Context: an optimization exercise on an open-source flow, tuned for a short achievable clock period and few clock cycles. The choices shown serve that exercise and are no tape-out recipe. In this exercise RTL edits were held to simulation tests only and were not proved equivalent to the original.

File: design/flow/run.sh
#!/bin/bash
# synth_recipe.tcl (not shown) runs the flow's synth.tcl, then flattens the netlist and writes it again
# the make line also repeats each setting of config.mk as NAME=value (left out here)
make -C /OpenROAD-flow-scripts/flow DESIGN_CONFIG=/design/flow/config.mk WORK_HOME=/design/flow/orfs CLKGATE_MAP_FILE= SYNTH_SCRIPT=/design/flow/synth_recipe.tcl finish
File: design/flow/config.mk
export PLATFORM = sky130hd
export DESIGN_NAME = ink_core
export DESIGN_NICKNAME = ink_core
export VERILOG_FILES = /design/flow/design.v
export SDC_FILE = /design/flow/constraint.sdc
export NUM_CORES = 4
export LEC_CHECK = 0
export CAP_MARGIN = 20
export CORE_MARGIN = 2
export CORE_UTILIZATION = 40
export SLEW_MARGIN = 20
File: design/flow/constraint.sdc
create_clock -name core_clock -period 16.0 [get_ports {clk}]
set_input_delay 3.2000 -clock core_clock [delete_from_list [all_inputs] [get_ports {clk}]]
set_output_delay 3.2000 -clock core_clock [all_outputs]
set_load 0.01 [all_outputs]
File: design/flow/design.v
module ink_core (
    input  wire        clk,
    input  wire        rst,           
    input  wire [13:0] entry,         
    output wire [13:0] imem_addr,
    input  wire [31:0] imem_rdata,
    output reg         dmem_en,
    output reg  [3:0]  dmem_we,
    output reg  [13:0] dmem_addr,
    output reg  [31:0] dmem_wdata,
    input  wire [31:0] dmem_rdata,
    output reg         ep_req,
    output reg         ep_we,
    output reg  [13:0] ep_addr,
    output reg  [31:0] ep_wdata,
    input  wire        ep_ack,
    input  wire [31:0] ep_rdata,
    output wire        halted,
    output reg  [3:0]  fault_cause,
    output reg  [13:0] fault_pc
);
    localparam OP_R     = 6'h00;
    localparam OP_ADDI  = 6'h01;
    localparam OP_ANDI  = 6'h02;
    localparam OP_ORI   = 6'h03;
    localparam OP_XORI  = 6'h04;
    localparam OP_SHLI  = 6'h05;
    localparam OP_SHRI  = 6'h06;
    localparam OP_SARI  = 6'h07;
    localparam OP_LUI   = 6'h08;
    localparam OP_CMPI  = 6'h09;
    localparam OP_LW    = 6'h10;
    localparam OP_SW    = 6'h11;
    localparam OP_LB    = 6'h12;
    localparam OP_SB    = 6'h13;
    localparam OP_LDE   = 6'h14;
    localparam OP_STE   = 6'h15;
    localparam OP_BCC   = 6'h20;
    localparam OP_JAL   = 6'h21;
    localparam OP_JR    = 6'h22;
    localparam OP_CALL  = 6'h23;
    localparam OP_CALLR = 6'h24;
    localparam OP_RET   = 6'h25;
    localparam FN_ADD   = 6'h00;
    localparam FN_SUB   = 6'h01;
    localparam FN_AND   = 6'h02;
    localparam FN_OR    = 6'h03;
    localparam FN_XOR   = 6'h04;
    localparam FN_SHL   = 6'h05;
    localparam FN_SHR   = 6'h06;
    localparam FN_SAR   = 6'h07;
    localparam FN_MUL   = 6'h08;
    localparam FN_MULH  = 6'h09;
    localparam FN_MULHU = 6'h0A;
    localparam FN_DIV   = 6'h0B;
    localparam FN_DIVU  = 6'h0C;
    localparam FN_MIN   = 6'h0D;
    localparam FN_MAX   = 6'h0E;
    localparam C_ILLEGAL = 4'd4;
    localparam C_DADDR   = 4'd5;
    localparam C_EPADDR  = 4'd6;
    localparam C_OVERFL  = 4'd7;
    localparam C_UNDERFL = 4'd8;
    localparam C_PADDR   = 4'd9;
    localparam S_FETCH = 3'd0;
    localparam S_EXEC  = 3'd1;
    localparam S_LOAD  = 3'd2;
    localparam S_EP    = 3'd3;
    localparam S_DIV   = 3'd4;
    localparam S_HALT  = 3'd5;
    reg  [2:0]  state;
    reg  [13:0] pc;
    reg  [31:0] gr [1:15];
    reg         fn_, fz, fc, fv;
    reg  [14:0] stack [0:15];
    reg  [4:0]  depth;
    assign imem_addr = pc;
    assign halted    = (state == S_HALT);
    wire [31:0] ir   = imem_rdata;
    wire [5:0]  op   = ir[31:26];
    wire [3:0]  rd   = ir[25:22];
    wire [3:0]  ra   = ir[21:18];
    wire [3:0]  rb   = ir[17:14];
    wire [17:0] imm  = ir[17:0];
    wire [5:0]  fn   = ir[5:0];
    wire [3:0]  cond = ir[25:22];
    wire [31:0] a = (ra == 4'd0) ? 32'd0 : gr[ra];
    wire [31:0] b = (rb == 4'd0) ? 32'd0 : gr[rb];
    wire [31:0] d = (rd == 4'd0) ? 32'd0 : gr[rd];
    wire [31:0] imm_s = {{14{imm[17]}}, imm};
    wire [31:0] imm_z = {14'd0, imm};
    wire is_r     = (op == OP_R);
    wire is_ialu  = (op >= OP_ADDI) && (op <= OP_CMPI);
    wire is_mem   = (op >= OP_LW) && (op <= OP_SB);
    wire is_ep    = (op == OP_LDE) || (op == OP_STE);
    wire is_ctrl  = (op == OP_BCC) || (op == OP_JAL) || (op == OP_JR) ||
                    (op == OP_CALL) || (op == OP_CALLR) || (op == OP_RET);
    reg legal;
    always @* begin
        case (op)
            OP_R:                      legal = (fn <= FN_MAX) && (ir[13:6] == 8'd0);
            OP_ADDI, OP_ANDI, OP_ORI,
            OP_XORI:                   legal = 1'b1;
            OP_SHLI, OP_SHRI, OP_SARI: legal = (imm[17:5] == 13'd0);
            OP_LUI:                    legal = (ra == 4'd0);
            OP_CMPI:                   legal = (rd == 4'd0);
            OP_LW, OP_SW, OP_LB, OP_SB,
            OP_LDE, OP_STE:            legal = 1'b1;
            OP_BCC:                    legal = (ra == 4'd0) && (cond != 4'd15);
            OP_JAL, OP_CALL:           legal = 1'b1;
            OP_JR, OP_CALLR:           legal = (imm == 18'd0) && (rd == 4'd0);
            OP_RET:                    legal = (imm == 18'd0) && (rd == 4'd0) && (ra == 4'd0);
            default:                   legal = 1'b0;
        endcase
    end
    reg [31:0] opb;
    reg [5:0]  alu_fn;
    always @* begin
        opb    = b;
        alu_fn = fn;
        case (op)
            OP_ADDI: begin opb = imm_s;             alu_fn = FN_ADD; end
            OP_ANDI: begin opb = imm_z;             alu_fn = FN_AND; end
            OP_ORI:  begin opb = imm_z;             alu_fn = FN_OR;  end
            OP_XORI: begin opb = imm_z;             alu_fn = FN_XOR; end
            OP_SHLI: begin opb = {27'd0, imm[4:0]}; alu_fn = FN_SHL; end
            OP_SHRI: begin opb = {27'd0, imm[4:0]}; alu_fn = FN_SHR; end
            OP_SARI: begin opb = {27'd0, imm[4:0]}; alu_fn = FN_SAR; end
            OP_CMPI: begin opb = imm_s;             alu_fn = FN_SUB; end
            default: ;
        endcase
    end
    wire        is_sub  = (alu_fn == FN_SUB);
    wire [31:0] add_b   = is_sub ? ~opb : opb;
    wire [32:0] add_sum = {1'b0, a} + {1'b0, add_b} + {32'd0, is_sub};
    wire [31:0] add_r   = add_sum[31:0];
    wire        add_c   = add_sum[32];
    wire        add_v   = (a[31] ^ add_r[31]) & (add_b[31] ^ add_r[31]);
    wire        mul_sgn = (alu_fn == FN_MULH);
    wire signed [32:0] mul_a = {mul_sgn & a[31], a};
    wire signed [32:0] mul_b = {mul_sgn & opb[31], opb};
    wire signed [65:0] mul_p = mul_a * mul_b;
    wire lt_s = $signed(a) < $signed(opb);
    reg [31:0] alu_r;
    always @* begin
        case (alu_fn)
            FN_ADD, FN_SUB: alu_r = add_r;
            FN_AND:         alu_r = a & opb;
            FN_OR:          alu_r = a | opb;
            FN_XOR:         alu_r = a ^ opb;
            FN_SHL:         alu_r = a << opb[4:0];
            FN_SHR:         alu_r = a >> opb[4:0];
            FN_SAR:         alu_r = $signed(a) >>> opb[4:0];
            FN_MUL:         alu_r = mul_p[31:0];
            FN_MULH,
            FN_MULHU:       alu_r = mul_p[63:32];
            FN_MIN:         alu_r = lt_s ? a : opb;
            FN_MAX:         alu_r = lt_s ? opb : a;
            default:        alu_r = 32'd0;
        endcase
    end
    wire [31:0] ea        = a + imm_s;
    wire        word_acc  = (op == OP_LW) || (op == OP_SW);
    wire        dfault    = (ea[31:16] != 16'd0) || (word_acc && (ea[1:0] != 2'b00));
    wire        epfault   = (ea[31:14] != 18'd0);
    reg cond_ok;
    always @* begin
        case (cond)
            4'd0:    cond_ok = fz;
            4'd1:    cond_ok = !fz;
            4'd2:    cond_ok = fc;
            4'd3:    cond_ok = !fc;
            4'd4:    cond_ok = fn_;
            4'd5:    cond_ok = !fn_;
            4'd6:    cond_ok = fv;
            4'd7:    cond_ok = !fv;
            4'd8:    cond_ok = fc && !fz;
            4'd9:    cond_ok = !fc || fz;
            4'd10:   cond_ok = (fn_ == fv);
            4'd11:   cond_ok = (fn_ != fv);
            4'd12:   cond_ok = !fz && (fn_ == fv);
            4'd13:   cond_ok = fz || (fn_ != fv);
            default: cond_ok = 1'b1;
        endcase
    end
    wire [14:0] pc_inc  = {1'b0, pc} + 15'd1;
    wire [18:0] br_tgt  = {5'd0, pc} + {imm[17], imm};
    wire [26:0] j_tgt   = {13'd0, pc} + {ir[25], ir[25:0]};
    wire [3:0]  sp_top  = depth[3:0] - 4'd1;
    wire [14:0] ret_tgt = stack[sp_top];
    reg  [31:0] tgt;
    always @* begin
        case (op)
            OP_BCC:           tgt = cond_ok ? {{13{br_tgt[18]}}, br_tgt} : {17'd0, pc_inc};
            OP_JAL, OP_CALL:  tgt = {{5{j_tgt[26]}}, j_tgt};
            OP_JR, OP_CALLR:  tgt = a;
            OP_RET:           tgt = {17'd0, ret_tgt};
            default:          tgt = {17'd0, pc_inc};
        endcase
    end
    wire tgt_bad = (tgt[31:14] != 18'd0);
    reg [3:0] exc;
    always @* begin
        exc = 4'd0;
        if (!legal)
            exc = C_ILLEGAL;
        else if (!is_ctrl && pc == 14'h3FFF)
            exc = C_PADDR;
        else if (is_mem && dfault)
            exc = C_DADDR;
        else if (is_ep && epfault)
            exc = C_EPADDR;
        else if ((op == OP_CALL || op == OP_CALLR) && depth == 5'd16)
            exc = C_OVERFL;
        else if (op == OP_RET && depth == 5'd0)
            exc = C_UNDERFL;
        else if (is_ctrl && tgt_bad)
            exc = C_PADDR;
    end
    always @* begin
        dmem_en    = 1'b0;
        dmem_we    = 4'd0;
        dmem_addr  = ea[15:2];
        dmem_wdata = d;
        if (state == S_EXEC && is_mem && exc == 4'd0) begin
            dmem_en = 1'b1;
            case (op)
                OP_SW: dmem_we = 4'b1111;
                OP_SB: begin
                    dmem_we    = 4'b0001 << ea[1:0];
                    dmem_wdata = {4{d[7:0]}};
                end
                default: dmem_we = 4'd0;
            endcase
        end
    end
    reg  [31:0] dv_q;         
    reg  [31:0] dv_r;         
    reg  [31:0] dv_d;         
    reg  [4:0]  dv_cnt;
    reg         dv_neg;
    reg  [1:0]  ld_byte;
    wire        div_sgn  = (fn == FN_DIVU) ? 1'b0 : 1'b1;
    wire [31:0] a_mag    = (div_sgn && a[31]) ? -a : a;
    wire [31:0] b_mag    = (div_sgn && b[31]) ? -b : b;
    wire [32:0] dv_shift = {dv_r, dv_q[31]};
    wire [33:0] dv_diff  = {1'b0, dv_shift} - {2'b00, dv_d};
    wire        dv_ge    = !dv_diff[33];
    wire [31:0] dv_qn    = {dv_q[30:0], dv_ge};
    wire [31:0] dv_res   = dv_neg ? -dv_qn : dv_qn;
    integer i;
    always @(posedge clk) begin
        if (rst) begin
            state       <= S_FETCH;
            pc          <= entry;
            depth       <= 5'd0;
            fn_         <= 1'b0;
            fz          <= 1'b0;
            fc          <= 1'b0;
            fv          <= 1'b0;
            ep_req      <= 1'b0;
            fault_cause <= 4'd0;
            fault_pc    <= 14'd0;
            for (i = 1; i < 16; i = i + 1)
                gr[i] <= 32'd0;
        end else begin
            case (state)
                S_FETCH: state <= S_EXEC;
                S_EXEC: begin
                    if (exc != 4'd0) begin
                        fault_cause <= exc;
                        fault_pc    <= pc;
                        state       <= S_HALT;
                    end else if (is_r || is_ialu) begin
                        if (is_r && (fn == FN_DIV || fn == FN_DIVU)) begin
                            if (b == 32'd0 || (div_sgn && a == 32'h8000_0000 && b == 32'hFFFF_FFFF)) begin
                                if (rd != 4'd0)
                                    gr[rd] <= (b == 32'd0) ? 32'd0 : 32'h8000_0000;
                                fn_   <= (b != 32'd0);
                                fz    <= (b == 32'd0);
                                fv    <= 1'b1;
                                pc    <= pc + 14'd1;
                                state <= S_FETCH;
                            end else begin
                                dv_q   <= a_mag;
                                dv_r   <= 32'd0;
                                dv_d   <= b_mag;
                                dv_cnt <= 5'd0;
                                dv_neg <= div_sgn && (a[31] ^ b[31]);
                                state  <= S_DIV;
                            end
                        end else begin
                            if (op == OP_LUI) begin
                                if (rd != 4'd0)
                                    gr[rd] <= {imm, 14'd0};
                                fn_ <= imm[17];
                                fz  <= (imm == 18'd0);
                            end else begin
                                if (rd != 4'd0 && op != OP_CMPI)
                                    gr[rd] <= alu_r;
                                fn_ <= alu_r[31];
                                fz  <= (alu_r == 32'd0);
                                if (alu_fn == FN_ADD || alu_fn == FN_SUB) begin
                                    fc <= add_c;
                                    fv <= add_v;
                                end
                            end
                            pc    <= pc + 14'd1;
                            state <= S_FETCH;
                        end
                    end else if (is_mem) begin
                        ld_byte <= ea[1:0];
                        if (op == OP_LW || op == OP_LB) begin
                            state <= S_LOAD;
                        end else begin
                            pc    <= pc + 14'd1;
                            state <= S_FETCH;
                        end
                    end else if (is_ep) begin
                        ep_req   <= 1'b1;
                        ep_we    <= (op == OP_STE);
                        ep_addr  <= ea[13:0];
                        ep_wdata <= d;
                        state    <= S_EP;
                    end else begin
                        if (op == OP_JAL)
                            gr[15] <= {17'd0, pc_inc};
                        if (op == OP_CALL || op == OP_CALLR) begin
                            stack[depth[3:0]] <= pc_inc;
                            depth <= depth + 5'd1;
                        end
                        if (op == OP_RET)
                            depth <= depth - 5'd1;
                        pc    <= tgt[13:0];
                        state <= S_FETCH;
                    end
                end
                S_LOAD: begin
                    if (rd != 4'd0) begin
                        if (op == OP_LW)
                            gr[rd] <= dmem_rdata;
                        else
                            gr[rd] <= {24'd0, dmem_rdata[8*ld_byte +: 8]};
                    end
                    pc    <= pc + 14'd1;
                    state <= S_FETCH;
                end
                S_EP: begin
                    if (ep_ack) begin
                        ep_req <= 1'b0;
                        if (!ep_we && rd != 4'd0)
                            gr[rd] <= ep_rdata;
                        pc    <= pc + 14'd1;
                        state <= S_FETCH;
                    end
                end
                S_DIV: begin
                    dv_q   <= dv_qn;
                    dv_r   <= dv_ge ? dv_diff[31:0] : dv_shift[31:0];
                    dv_cnt <= dv_cnt + 5'd1;
                    if (dv_cnt == 5'd31) begin
                        if (rd != 4'd0)
                            gr[rd] <= dv_res;
                        fn_   <= dv_res[31];
                        fz    <= (dv_res == 32'd0);
                        fv    <= 1'b0;
                        pc    <= pc + 14'd1;
                        state <= S_FETCH;
                    end
                end
                default: state <= S_HALT;
            endcase
        end
    end
endmodule
==> reports/results.txt, run 1 <==
status: no timing/DRC/antenna violations
Core Box Area: 259000 µm²
Pre-Repair DR Iteration Count: 6
# clock sinks: 948
initial antenna violation count: 43
hpwl dp: 376000 µm
final antenna-violating net count: 0
Post-synth EDFFs: 917
Final setup violation count: 0
MaxCap Viol Count: 0
Worst setup SP type: input pin
R2R cell count: 40
IO Pins: 245
Remaining DRCs: 0
P&R area growth vs syn: 12.7%
via count: 88400
Final #Nets: 12200
CTS Buffer Depth: 3
area post-placement: 114000 µm²
final core occ: 0.452
Post-CTS Setup Bufs: 0
Synth async-reset ratio: 0
# placed instances: 13900
CP max stage delay: 0.81 ns
CTS tree: built
Syn Area/Cell: 10.1 µm²
register area: 28200 µm²
fin area: 117000 µm²
Root Buffer Master: clkbuf_16
Least-Margin Pin Slew: 1.31 ns
GP Congestion: 1.09
Min-Delay Endpoint: fault_cause[2]$_SDFFE_PP0P_
setup TNS: 0 ns
# fillers: 24400
max-slew violation count: 0
Min-Delay Path Depth: 2
via density per instance: 6.28
CP max FO: 65
Worst Min Path Start: fault_cause[2]$_SDFFE_PP0P_
multi-input logic area: 68200 µm²
slowest CP cell: a2111oi_0
vias in the first global route: 89600
unrepaired setup endpoints after global routing: no
Worst-Skew Late Latency: 0.84 ns
layout cells sized above 1: 0.143
H-tree Lvls: 3
Iteration-0 DRC Markers: 10900
reg-to-reg critical path endpoint: fz$_SDFFE_PP0P_
Setup Skew: 0.140 ns
Die Wd: 514 µm
Hold Buf Count CTS: 0
Final Hold Viols: 0
Die Height: 514 µm
initial core utilization: 0.401
Max Clock Freq: 63.9 MHz
I/O Buffers: 244
DRT Wirelength: 497000 µm
WP data arrival: 16.29 ns
Synth Register Bits: 948
global route overflow: 0
first-pass GRT wire length: 692000 µm
wire length per cell: 35.3 µm
Ys Warns: 1
Post-synth top flop: edfxtp_1
GRT Util Overall: 0.373
fin cells: 14100
Worst Path Required: 16.64 ns
CTS Buf Count: 104
post-synthesis instance total: 10300
final worst-path cycle share: 0.978
Reg clk slew, reported paths: 0.07 ns
shortest period the worst path allows: 15.65 ns
Distinct cells, synth: 124
slew margin rel.: 0.129
area of the die: 264000 µm²
critical path type: input pin to register
FF-to-FF Start: gr[13][0]$_SDFFCE_PN0P_
worst hold margin: 0.456 ns
largest net degree at the start of global routing: 81
Reg2Reg Setup Slack: 3.39 ns
Hold Path Class: register to register
Seq/Total Area, Yosys: 0.271
type of destination of the critical path: register
row cnt: 187
Post-Syn Area: 104000 µm²
CTS resizes: 0
[logic make-up after synthesis]
group,count (synthesis),share of synthesized area
compound gates,1532,0.0994
xor+xnor,260,0.0219
fa+ha+maj,1561,0.269
buf+inv,2100,0.0812
flops,948,0.271
mux,716,0.128
other cells,1,0.0000360
simple gates,3139,0.129
[per-layer routing]
| layer | vias to the layer above | GRT usage | share of wire |
|---|---|---|---|
| met4 | 22 | 0.266 | 0.086 |
| li1 | 35700 | - | - |
| met2 | 5807 | 0.581 | 0.45 |
| met1 | 45400 | 0.451 | 0.36 |
| met3 | 1454 | 0.0967 | 0.11 |
| met5 | - | 0 | 0.00029 |
[critical path: cells and delay by family]
kind / cells / cell delay [ns]
buf+inv: 12 / 2.38
fa+ha+maj: 10 / 4.05
simple gates: 9 / 1.68
mux: 2 / 1.21
compound gates: 9 / 3.52
[cell type report]
class                           count  share of cell area
Tap cell                         3402              0.0363
Clock buffer                      120              0.0227
Inverter                         1397              0.0447
Sequential cell                   948               0.240
Multi-Input combinational cell   7240               0.582
Timing Repair Buffer              866              0.0665
Clock inverter                     70             0.00701
Antenna cell                       27            0.000576
[worst max path at each step]
stage,from,to,slack (ns),depth (start not counted)
floorplan,imem_rdata[14],gr[10][7]$_SDFFCE_PN0P_,2.18,46
global placement,imem_rdata[14],fz$_SDFFE_PP0P_,-0.26,42
detailed placement,imem_rdata[14],fz$_SDFFE_PP0P_,-0.37,42
CTS,imem_rdata[14],fz$_SDFFE_PP0P_,0.34,42
global route,imem_rdata[14],fz$_SDFFE_PP0P_,0.04,42
finish,imem_rdata[14],fz$_SDFFE_PP0P_,0.35,42
[flip-flops by register name (all words and copies together), names as in the netlist]
| name | cells |
|---|---|
| gr | 512 |
| stack | 240 |
| dv_d | 32 |
| dv_q | 32 |
| dv_r | 32 |
| ep_wdata | 32 |
| ep_addr | 14 |
| fault_pc | 14 |
| pc | 14 |
| depth | 5 |
| dv_cnt | 5 |
| fault_cause | 4 |
| state | 3 |
| ld_byte | 2 |
| dv_neg | 1 |
| ep_req | 1 |
| ep_we | 1 |
| fc | 1 |
| fn_ | 1 |
| fv | 1 |
| fz | 1 |
[layout by cell type, fill, tap and decap left out, types with 32 or more instances in the layout]
cell type / n
o22ai_1: 69
edfxtp_1: 917
o21a_1: 34
ha_1: 430
o211ai_1: 64
buf_4: 570
and2_1: 54
mux2_2: 55
a21oi_1: 393
a21o_1: 86
nand2b_1: 47
nand4_1: 65
xor2_1: 74
mux2i_1: 169
conb_1: 32
a22oi_1: 35
nor4_1: 42
clkbuf_16: 104
a31oi_1: 49
nor2b_1: 43
a211oi_1: 68
inv_1: 1374
or3_1: 37
buf_12: 54
and3_1: 41
nand2_1: 1200
o21ai_0: 255
xnor2_1: 184
nor3_1: 119
mux4_2: 484
nand3_1: 109
a221oi_1: 39
clkdlybuf4s50_1: 231
clkinv_1: 37
fa_1: 1130
nor2_1: 1228
[synth_stat cells, drive strengths merged (61+ instances only)]
cell type,n,area share
nor3,131,0.0064
mux4,488,0.11
inv,1386,0.050
fa,1130,0.22
nor2,1240,0.045
a21o,87,0.0063
clkbuf,426,0.015
ha,431,0.052
xnor2,186,0.016
nand4,65,0.0039
o21ai,285,0.014
a21oi,405,0.020
o211ai,64,0.0046
xor2,74,0.0062
mux2i,170,0.016
edfxtp,917,0.26
nand2b,61,0.0037
buf,277,0.015
o22ai,88,0.0060
nand2,1211,0.044
a211oi,74,0.0054
nand3,115,0.0057
[stage by stage]
| stage | worst slack (ns) |
|---|---|
| 6_report | 0.351 |
| 5_1_grt | 0.0353 |
| 4_1_cts | 0.342 |
| 3_5_place_dp | -0.370 |
| 3_3_place_gp | -0.264 |
| 2_1_floorplan | 2.18 |
Testbench counts, summed over its fixed seeds: cycles 131,178.
==> run 2, diff against run 1 <==
--- a/design/flow/design.v
+++ b/design/flow/design.v
@@ -237,17 +237,36 @@
     reg  [31:0] dv_q;         
     reg  [31:0] dv_r;         
     reg  [31:0] dv_d;         
-    reg  [4:0]  dv_cnt;
+    reg  [33:0] dv_d3;        
+    reg  [5:0]  dv_m;         
+    reg  [1:0]  dv_ph;        
     reg         dv_neg;
     reg  [1:0]  ld_byte;
     wire        div_sgn  = (fn == FN_DIVU) ? 1'b0 : 1'b1;
     wire [31:0] a_mag    = (div_sgn && a[31]) ? -a : a;
     wire [31:0] b_mag    = (div_sgn && b[31]) ? -b : b;
-    wire [32:0] dv_shift = {dv_r, dv_q[31]};
-    wire [33:0] dv_diff  = {1'b0, dv_shift} - {2'b00, dv_d};
-    wire        dv_ge    = !dv_diff[33];
-    wire [31:0] dv_qn    = {dv_q[30:0], dv_ge};
-    wire [31:0] dv_res   = dv_neg ? -dv_qn : dv_qn;
+    function [5:0] clz32(input [31:0] v);
+        integer k;
+        begin
+            clz32 = 6'd32;
+            for (k = 0; k < 32; k = k + 1)
+                if (v[k])
+                    clz32 = 6'd31 - k[5:0];
+        end
+    endfunction
+    wire [5:0]  lz_r   = clz32(dv_r);
+    wire [5:0]  lz_d   = clz32(dv_d);
+    wire [6:0]  dv_n   = {1'b0, lz_d} - {1'b0, lz_r};     
+    wire [4:0]  dv_sh  = dv_n[6] ? 5'd0 : dv_n[4:0];      
+    wire [33:0] dv_3d  = {2'b00, dv_d} + {1'b0, dv_d, 1'b0};
+    wire [33:0] dv_3ds = dv_3d << dv_sh;
+    wire [34:0] sd1    = {3'b000, dv_r} - {4'b0000, dv_d[31:1]};
+    wire [34:0] sd2    = {3'b000, dv_r} - {3'b000, dv_d};
+    wire [34:0] sd3    = {3'b000, dv_r} - {1'b0, dv_d3};
+    wire        ge1    = !sd1[34];
+    wire        ge2    = !sd2[34];
+    wire        ge3    = !sd3[34];
+    wire [31:0] dv_res = dv_neg ? -dv_q : dv_q;
     integer i;
     always @(posedge clk) begin
         if (rst) begin
@@ -282,10 +301,10 @@
                                 pc    <= pc + 14'd1;
                                 state <= S_FETCH;
                             end else begin
-                                dv_q   <= a_mag;
-                                dv_r   <= 32'd0;
+                                dv_q   <= 32'd0;
+                                dv_r   <= a_mag;
                                 dv_d   <= b_mag;
-                                dv_cnt <= 5'd0;
+                                dv_ph  <= 2'd1;
                                 dv_neg <= div_sgn && (a[31] ^ b[31]);
                                 state  <= S_DIV;
                             end
@@ -355,18 +374,47 @@
                     end
                 end
                 S_DIV: begin
-                    dv_q   <= dv_qn;
-                    dv_r   <= dv_ge ? dv_diff[31:0] : dv_shift[31:0];
-                    dv_cnt <= dv_cnt + 5'd1;
-                    if (dv_cnt == 5'd31) begin
-                        if (rd != 4'd0)
-                            gr[rd] <= dv_res;
-                        fn_   <= dv_res[31];
-                        fz    <= (dv_res == 32'd0);
-                        fv    <= 1'b0;
-                        pc    <= pc + 14'd1;
-                        state <= S_FETCH;
-                    end
+                    case (dv_ph)
+                        2'd1: begin
+                            dv_d  <= dv_d << dv_sh;
+                            dv_d3 <= dv_3ds >> 1;
+                            dv_m  <= {1'b0, dv_sh};
+                            dv_ph <= 2'd2;
+                        end
+                        2'd2: begin
+                            if (dv_m != 6'd0) begin
+                                if (ge3) begin
+                                    dv_r <= sd3[31:0];
+                                    dv_q <= {dv_q[29:0], 2'b11};
+                                end else if (ge2) begin
+                                    dv_r <= sd2[31:0];
+                                    dv_q <= {dv_q[29:0], 2'b10};
+                                end else if (ge1) begin
+                                    dv_r <= sd1[31:0];
+                                    dv_q <= {dv_q[29:0], 2'b01};
+                                end else
+                                    dv_q <= {dv_q[29:0], 2'b00};
+                            end else begin
+                                if (ge2)
+                                    dv_r <= sd2[31:0];
+                                dv_q <= {dv_q[30:0], ge2};
+                            end
+                            dv_d  <= dv_d >> 2;
+                            dv_d3 <= dv_d3 >> 2;
+                            dv_m  <= dv_m - 6'd2;
+                            if (dv_m <= 6'd1)
+                                dv_ph <= 2'd3;
+                        end
+                        default: begin
+                            if (rd != 4'd0)
+                                gr[rd] <= dv_res;
+                            fn_   <= dv_res[31];
+                            fz    <= (dv_res == 32'd0);
+                            fv    <= 1'b0;
+                            pc    <= pc + 14'd1;
+                            state <= S_FETCH;
+                        end
+                    endcase
                 end
                 default: state <= S_HALT;
             endcase
==> run 2 against run 1 <==
Against the previous run:
- critical path depth decreased by 2
- synthesized cell count grew 14%
- via count increased by 13%
- critical endpoint is now gr[2][21]$_SDFFCE_PN0P_
==> reports/results.txt, run 2 <==
status: no timing/DRC/antenna violations
Worst-Skew Late Latency: 0.84 ns (about the same)
Synth top cells by count: 1464 x inv_1, 1334 x nand2_1, 1309 x nor2_1
Worst setup SP type: input pin
Remaining DRCs: 0 (unchanged)
reg-to-reg critical path endpoint: gr[2][21]$_SDFFCE_PN0P_
largest net degree at the start of global routing: 76 (-6.2%)
Core Box Area: 285000 µm² (+9.9%)
most frequent cell after synthesis: inv_1
area post-placement: 124000 µm² (+9.5%)
leading area contributor after synthesis: edfxtp_1
P&R area growth vs syn: 12.1%
GRT Util Overall: 0.363 (-0.0105)
Iteration-0 DRC Markers: 12800 (+18%)
CP dominant cell by count: buf_4
CP bufs+invs: 11 (-1)
Synth async-reset ratio: 0 (unchanged)
Worst Min Path Start: ep_req$_SDFFE_PP0P_
row cnt: 196 (+4.8%)
Least-Margin Pin Slew: 1.32 ns (+0.00956 ns)
compound-cell area share of the yosys netlist: 0.118 (+0.0189)
Most flops, register: gr
MaxCap Viol Count: 0 (unchanged)
CP max FO: 18 (-72%)
hpwl dp: 408000 µm (+8.4%)
Post-synth top flop: edfxtp_1
final core occ: 0.451 (-0.00160)
CTS tree: built
final worst-path cycle share: 0.961 (-0.0175)
Die Height: 539 µm (+4.9%)
Hold Buf Count CTS: 0 (unchanged)
CP top delay family: compound AO/OA/AOI/OAI gates
via density per instance: 6.32 (+0.64%)
Setup Skew: 0.155 ns (+0.0147 ns)
Reg2Reg Setup Slack: 3.40 ns (about the same)
via count: 99800 (+13%)
Worst Path Required: 16.45 ns (-0.19 ns)
multiplexer share of the synthesized area: 0.133 (+0.00447)
CP max stage delay: 0.85 ns (+0.04 ns)
CTS Buf Count: 110 (+5.8%)
DP Worst Slack: -0.0413 ns (+0.329 ns)
GP Congestion: 1.06 (-2.3%)
slowest CP cell: a21oi_4
Post-Synth Simple-Gate Area: 0.133 (+0.00362)
Final setup violation count: 0 (unchanged)
area of the die: 291000 µm² (+10%)
most frequent cells in the layout: 1460 x inv_1, 1312 x nand2_1, 1293 x nor2_1
Seq/Total Area, Yosys: 0.255 (-0.0153)
IO Pins: 245 (unchanged)
Post-CTS Setup Bufs: 0 (unchanged)
Max Clock Freq: 65.1 MHz (+1.8%)
Min-Delay Endpoint: ep_req$_SDFFE_PP0P_
largest cells by area after synthesis: edfxtp_1 25%, fa_1 20%, mux4_2 9.5%, ha_1 5.9%, inv_1 4.8%
worst setup margin: 0.631 ns (+0.280 ns)
H-tree Lvls: 3 (unchanged)
Syn Area/Cell: 9.78 µm² (-3.6%)
DRT Wirelength: 538000 µm (+8.2%)
combinational family with the most area after synthesis: adder cells
Distinct cells, synth: 103 (-17%)
slew margin rel.: 0.114 (-0.0156)
first-pass GRT wire length: 752000 µm (+8.7%)
CTS resizes: 0 (unchanged)
FF-to-FF Start: gr[15][3]$_DFFE_PP_
max reg flops: 512 (unchanged)
fin area: 128000 µm² (+9.5%)
max-slew violation count: 0 (unchanged)
I/O Buffers: 244 (unchanged)
Final Hold Viols: 0 (unchanged)
Post-synth EDFFs: 953 (+3.9%)
R2R cell count: 42 (+5.0%)
initial core utilization: 0.402 (+0.000463)
layout cells sized above 1: 0.127 (-0.0164)
Synth Register Bits: 984 (+3.8%)
Synth top area share: 0.250 (-0.0147)
Reg clk slew, reported paths: 0.06 ns (about the same)
type of destination of the critical path: register
initial antenna violation count: 49 (+14%)
WP data arrival: 15.82 ns (-0.47 ns)
Final #Nets: 13700 (+12%)
CTS Buffer Depth: 3 (unchanged)
Hold Path Class: register to register
Root Buffer Master: clkbuf_16
XOR/XNOR Fraction of Synth Area: 0.0262 (+0.00427)
unrepaired setup endpoints after global routing: no
vias in the first global route: 99900 (+11%)
shortest period the worst path allows: 15.37 ns (-0.280 ns)
critical path type: input pin to register
Ys Warns: 1 (unchanged)
Die Wd: 539 µm (+4.9%)
global route overflow: 0 (unchanged)
Pre-Repair DR Iteration Count: 6 (unchanged)
post-synthesis instance total: 11700 (+14%)
Post-Synth Adder-Cell Area: 0.257 (-0.0122)
wire length per cell: 34.1 µm (-3.6%)
Min-Delay Path Depth: 2 (unchanged)
final antenna-violating net count: 0 (unchanged)
most common cell after layout, fill and taps aside: inv_1
# clock sinks: 984 (+3.8%)
Post-Syn Area: 115000 µm² (+10%)
run 2: cell count changes in the layout (fill, tap and decap cells not counted), moves of 36 or more:
cell,change
o21ai_0,+104
nor2_1,+65
a22oi_1,+46
nand3_1,+50
xor2_1,+63
edfxtp_1,+36
nand2_1,+112
a221oi_1,+44
a21o_1,+37
nor3_1,+41
a21oi_1,+76
mux2i_1,+210
ha_1,+106
inv_1,+86
run 2: worst max-delay path by stage:
stage	startpoint	slack, ns	cells after the start	to
floorplan	imem_rdata[14]	1.68	44	gr[10][22]$_SDFFCE_PN0P_
CTS	imem_rdata[20]	0.70	41	gr[12][21]$_SDFFCE_PN0P_
detailed placement	imem_rdata[20]	-0.04	41	gr[6][21]$_SDFFCE_PN0P_
global route	imem_rdata[18]	0.26	41	gr[1][21]$_SDFFCE_PN0P_
global placement	imem_rdata[20]	0.008	41	gr[9][21]$_SDFFCE_PN0P_
finish	imem_rdata[28]	0.63	40	gr[2][21]$_SDFFCE_PN0P_
run 2: tightest hold or removal path, cell delays in order, from the launching register on:
cell and delay, ns:
dfxtp_1 0.31, inv_1 0.05, a21oi_1 0.06
run 2: final cells by class:
class,instances,area [µm²]
Fill cell,27000,157000
Clock inverter,81,1030
Antenna cell,22,55.1
Timing Repair Buffer,834,7470
Sequential cell,984,29200
Inverter,1474,5540
Tap cell,3762,4710
Clock buffer,126,2810
Multi-Input combinational cell,8505,77600
run 2: per-stage QoR:
stage	setup TNS [ns]	std cells	hold WS, ns
detailed placement	-0.533	15600	0.450
floorplan	0	11700	0.465
CTS	0	15800	0.460
global route	0	15800	0.487
global placement	0	15600	0.445
finish	0	15800	0.465
run 2: routing by layer:
| metal | vias to the layer above | routed length [µm] | track usage |
|---|---|---|---|
| met5 | - | 221 | 0 |
| met4 | 36 | 40600 | 0.221 |
| met3 | 1480 | 59200 | 0.0905 |
| met2 | 6346 | 233000 | 0.550 |
| met1 | 50900 | 205000 | 0.467 |
| li1 | 41000 | - | - |
run 2: cells by family (layout without fill, tap and decap cells):
group	after synthesis	after routing
AO/OA/AOI/OAI	2038	2038
XOR/XNOR	342	342
adder cells (fa/ha/maj)	1672	1672
buffers and inverters	2249	2515
flip-flops	984	984
multiplexers	909	909
other	1	54
AND/OR/NAND/NOR	3512	3512
Testbench counts of run 2, summed over its fixed seeds: cycles 122,605.

-- afterwards: timing with drivers on the ports --
Ports are ideal in the flow. The routed layouts listed here were re-timed in OpenROAD.
Step 1 assumes that a clkbuf_16 drives the clock port and a buf_2 every other input.
Step 2 moves the port delays by t, midway between the first and last clock arrival at a register: inputs arrive t later, outputs are due t later. That takes back most of the time a late clock gives input paths.
Slacks: no drivers / after step 1 / after step 2; pairs: no drivers / after step 1.
run	shift t [ns]	setup slack, ns	hold slack, ns	worst setup path at the end	slew at the worst register clock pin (ns)
run 1	0.871	0.351 / 0.336 / -0.535	0.456 / 0.456 / 0.456	input to register	0.12 / 0.12
run 2	0.846	0.631 / 0.627 / -0.219	0.465 / 0.465 / 0.465	input to register	0.08 / 0.08
Met with ideal ports but missed after step 2: setup timing in run 1 and run 2. For run 1, which loses most, drivers alone change the setup slack by -0.015 ns; drivers and shift together by -0.886 ns.
